Background: an optimization exercise with open tools, aiming at small area and a short achievable clock period. Do not read the settings as production practice.
The RTL was checked by simulation tests, not by an equivalence proof against the original design.

==> job 1289 <==
## quire_ecc
module quire_ecc (
    input  wire         clk,
    input  wire         rst,
    input  wire         enc_in_valid,
    input  wire [127:0] enc_in_data,
    output reg          enc_out_valid,
    output reg  [144:0] enc_out_word,
    input  wire         dec_in_valid,
    input  wire [144:0] dec_in_word,
    output reg          dec_out_valid,
    output reg  [144:0] dec_out_word,
    output reg          dec_out_corr,
    output reg          dec_out_unc
);
==> flow/config.mk <==
export PLATFORM = sky130hd
export DESIGN_NAME = quire_ecc
export DESIGN_NICKNAME = quire_ecc
export VERILOG_FILES = /design/flow/design.v
export SDC_FILE = /design/flow/constraint.sdc
export NUM_CORES = 4
export LEC_CHECK = 0
export CAP_MARGIN = 50
export CORE_MARGIN = 2
export CORE_UTILIZATION = 62
export CTS_BUF_LIST = sky130_fd_sc_hd__clkbuf_8
export CTS_CLUSTER_DIAMETER = 50
export CTS_CLUSTER_SIZE = 15
export SLEW_MARGIN = 50
==> flow/constraint.sdc <==
create_clock -name core_clock -period 22.0 [get_ports {clk}]
set_input_delay 4.4000 -clock core_clock [delete_from_list [all_inputs] [get_ports {clk}]]
set_output_delay 4.4000 -clock core_clock [all_outputs]
set_load 0.01 [all_outputs]
standard.sh (not shown) runs the stock make flow with config.mk's settings and CLKGATE_MAP_FILE= SYNTH_SCRIPT=/design/flow/synth_recipe.tcl, a recipe that flattens the netlist after the stock synthesis.
==> flow/flow/run.sh <==
#!/bin/bash
# The standard layout (standard.sh, the standard flow's own ORFS run), with these changes:
#  - synthesis is the standard flow's script (synth_recipe.tcl) unchanged except that
#    yosys's abc maps with flow/abc_area.script (area-oriented mapping, no
#    gate upsizing or buffering; registers are mapped by dfflibmap as before);
#  - the port buffers that ORFS inserts on every input and output are
#    sky130_fd_sc_hd__buf_1 instead of the cell buffer_ports picks by default;
#  - repair_timing aims for a setup slack margin, so that it sizes the
#    critical paths although the design's clock period is met anyway.
# The SDC, clock period and every other step are the standard flow's.
# Each tool's output goes to a log of its own here (synth.log, standard.log)
# and to ORFS's logs under orfs/logs.
set -euo pipefail
W="$(cd "$(dirname "$0")/.." && pwd)"
cd "$W"
export BUFFER_PORTS_ARGS="-buffer_cell sky130_fd_sc_hd__buf_1"
export SETUP_SLACK_MARGIN=16

cat > "$W/flow/synth_area.tcl" <<EOT
proc abc {args} {
  set i [lsearch \$args -script]
  if {\$i >= 0} { lset args [expr {\$i + 1}] $W/flow/abc_area.script }
  yosys abc {*}\$args
}
source $W/synth_recipe.tcl
EOT
sed "s#SYNTH_SCRIPT=[^ ]*#SYNTH_SCRIPT=$W/flow/synth_area.tcl#" standard.sh > "$W/flow/synth_step.sh"
bash "$W/flow/synth_step.sh" synth > synth.log 2>&1
bash standard.sh > standard.log 2>&1
==> flow/flow/abc_area.script <==
strash
dch
map -a
topo
==> job 3825 (differences from job 1289) <==
--- a/flow/design.v
+++ b/flow/design.v
@@ -1105,16 +1105,20 @@
         r2_s1nz <= b_s1nz;
         r2_par  <= r1_par;
     end
     wire [7:0] c_y  = {r2_c[5] ^ r2_c[6], r2_c[4], r2_c[4] ^ r2_c[5], r2_c[3] ^ r2_c[4] ^ r2_c[5] ^ r2_c[6], r2_c[1] ^ r2_c[2] ^ r2_c[4] ^ r2_c[5] ^ r2_c[6], r2_c[0] ^ r2_c[4], r2_c[0] ^ r2_c[1] ^ r2_c[4] ^ r2_c[6], 1'b0};
     wire [7:0] c_x1 = tmul(r2_s1, c_y);
     wire [7:0] c_x2 = c_x1 ^ r2_s1;
+    wire       c_tr = ^(r2_c & 8'd128);                    
     wire       c_one  = r2_s1nz & ~(|r2_c);                
-    wire       c_two  = r2_s1nz & (|r2_c) & ~r2_par;       
-    wire c_en1 = c_two;
-    wire c_en2 = c_two | c_one;
+    wire       c_two  = r2_s1nz & (|r2_c) & ~c_tr & ~r2_par;  
+    localparam [255:0] POS = 256'hfb6a379b3e603b16892cfa2342a27cf5af77fa4eb4719aeffba33a4be44e45be;    
+    wire c_in1 = POS[c_x1];
+    wire c_in2 = POS[c_x2];
+    wire c_en1 = c_two & c_in1 & c_in2;
+    wire c_en2 = c_en1 | c_one;
     wire c_par = r2_zero & r2_par;               
     wire [15:0] c_h1, c_l1, c_h2, c_l2;
     genvar gi;
     generate
         for (gi = 0; gi < 16; gi = gi + 1) begin : g_pre
             assign c_h1[gi] = c_en1 & (c_x1[7:4] == gi);
@@ -1265,14 +1269,14 @@
     assign c_flip[138] = (c_h1[15] & c_l1[13]) | (c_h2[15] & c_l2[13]);
     assign c_flip[139] = (c_h1[11] & c_l1[15]) | (c_h2[11] & c_l2[15]);
     assign c_flip[140] = (c_h1[3] & c_l1[1]) | (c_h2[3] & c_l2[1]);
     assign c_flip[141] = (c_h1[7] & c_l1[4]) | (c_h2[7] & c_l2[4]);
     assign c_flip[142] = (c_h1[1] & c_l1[13]) | (c_h2[1] & c_l2[13]);
     assign c_flip[143] = (c_h1[10] & c_l1[14]) | (c_h2[10] & c_l2[14]);
-    assign c_flip[144] = c_par | (c_one & ~r2_par);
-    wire c_corr = c_par | c_one | c_two;
+    assign c_flip[144] = c_par | (c_one & c_in2 & ~r2_par);
+    wire c_corr = c_par | (c_one & c_in2) | c_en1;
     always @(posedge clk) begin
         if (rst)
             dec_out_valid <= 1'b0;
         else
             dec_out_valid <= r2_v;
         dec_out_word <= r2_w ^ c_flip;
==> qor summary <==
| item | job 3825 | job 1289 |
|---|---|---|
| Run status | finished clean | finished clean |
| Worst hold start | r1_w[38] | r1_w[74] |
| Initial core utilization | 62.7% | 62.5% |
| Number of global-route vias before repair | 24.5k | 22.6k |
| Finished layout cell area | 34,500 um2 | 32,900 um2 |
| Non-clk bufs | 619 | 600 |
| Placer congestion estimate | 1.10 | 1.07 |
| Detailed-route vias per instance | 5.93 | 5.73 |
| Met1 usage in global routing | 55.5% | 52.1% |
| Adder-Cell Fraction of Synth Area | 0.969% | 0.409% |
| Cell with the biggest individual delay on the critical path | xnor2_1 | buf_1 |
| Clk_buf instances | 57 | 55 |
| Number of design-rule violations left by the first detailed-router iteration | 3,429 | 2,748 |

## port drivers added, routing unchanged
The flow's constraints put no driver on any port. The routed layouts listed below were extracted and timed again, unchanged, in two steps.
Step 1, drivers: a clkbuf_16 drives clk and a buf_2 each remaining input, both assumed.
Step 2 adds t to the input delays and takes it off the output delays; t is the mean of the earliest and latest rising clock arrival at the registers after step 1. Input paths then give back, and output paths get back, about the clock's delay inside the block.
Three values: no drivers, after step 1, after step 2; two values: the first two.
run | t, ns | setup slack, ns | worst register clock-pin slew, ns | worst data-port slew with drivers (ns)
job 1289 | 0.778 | 15.808 / 15.835 / 15.057 | 0.11 / 0.11 | 0.09
job 3825 | 0.810 | 15.841 / 15.865 / 15.054 | 0.10 / 0.10 | 0.14
After both steps setup and hold are still met in every run listed. The setup slack of job 3825, which loses most, moves by +0.024 ns with the drivers and by -0.787 ns with both steps.
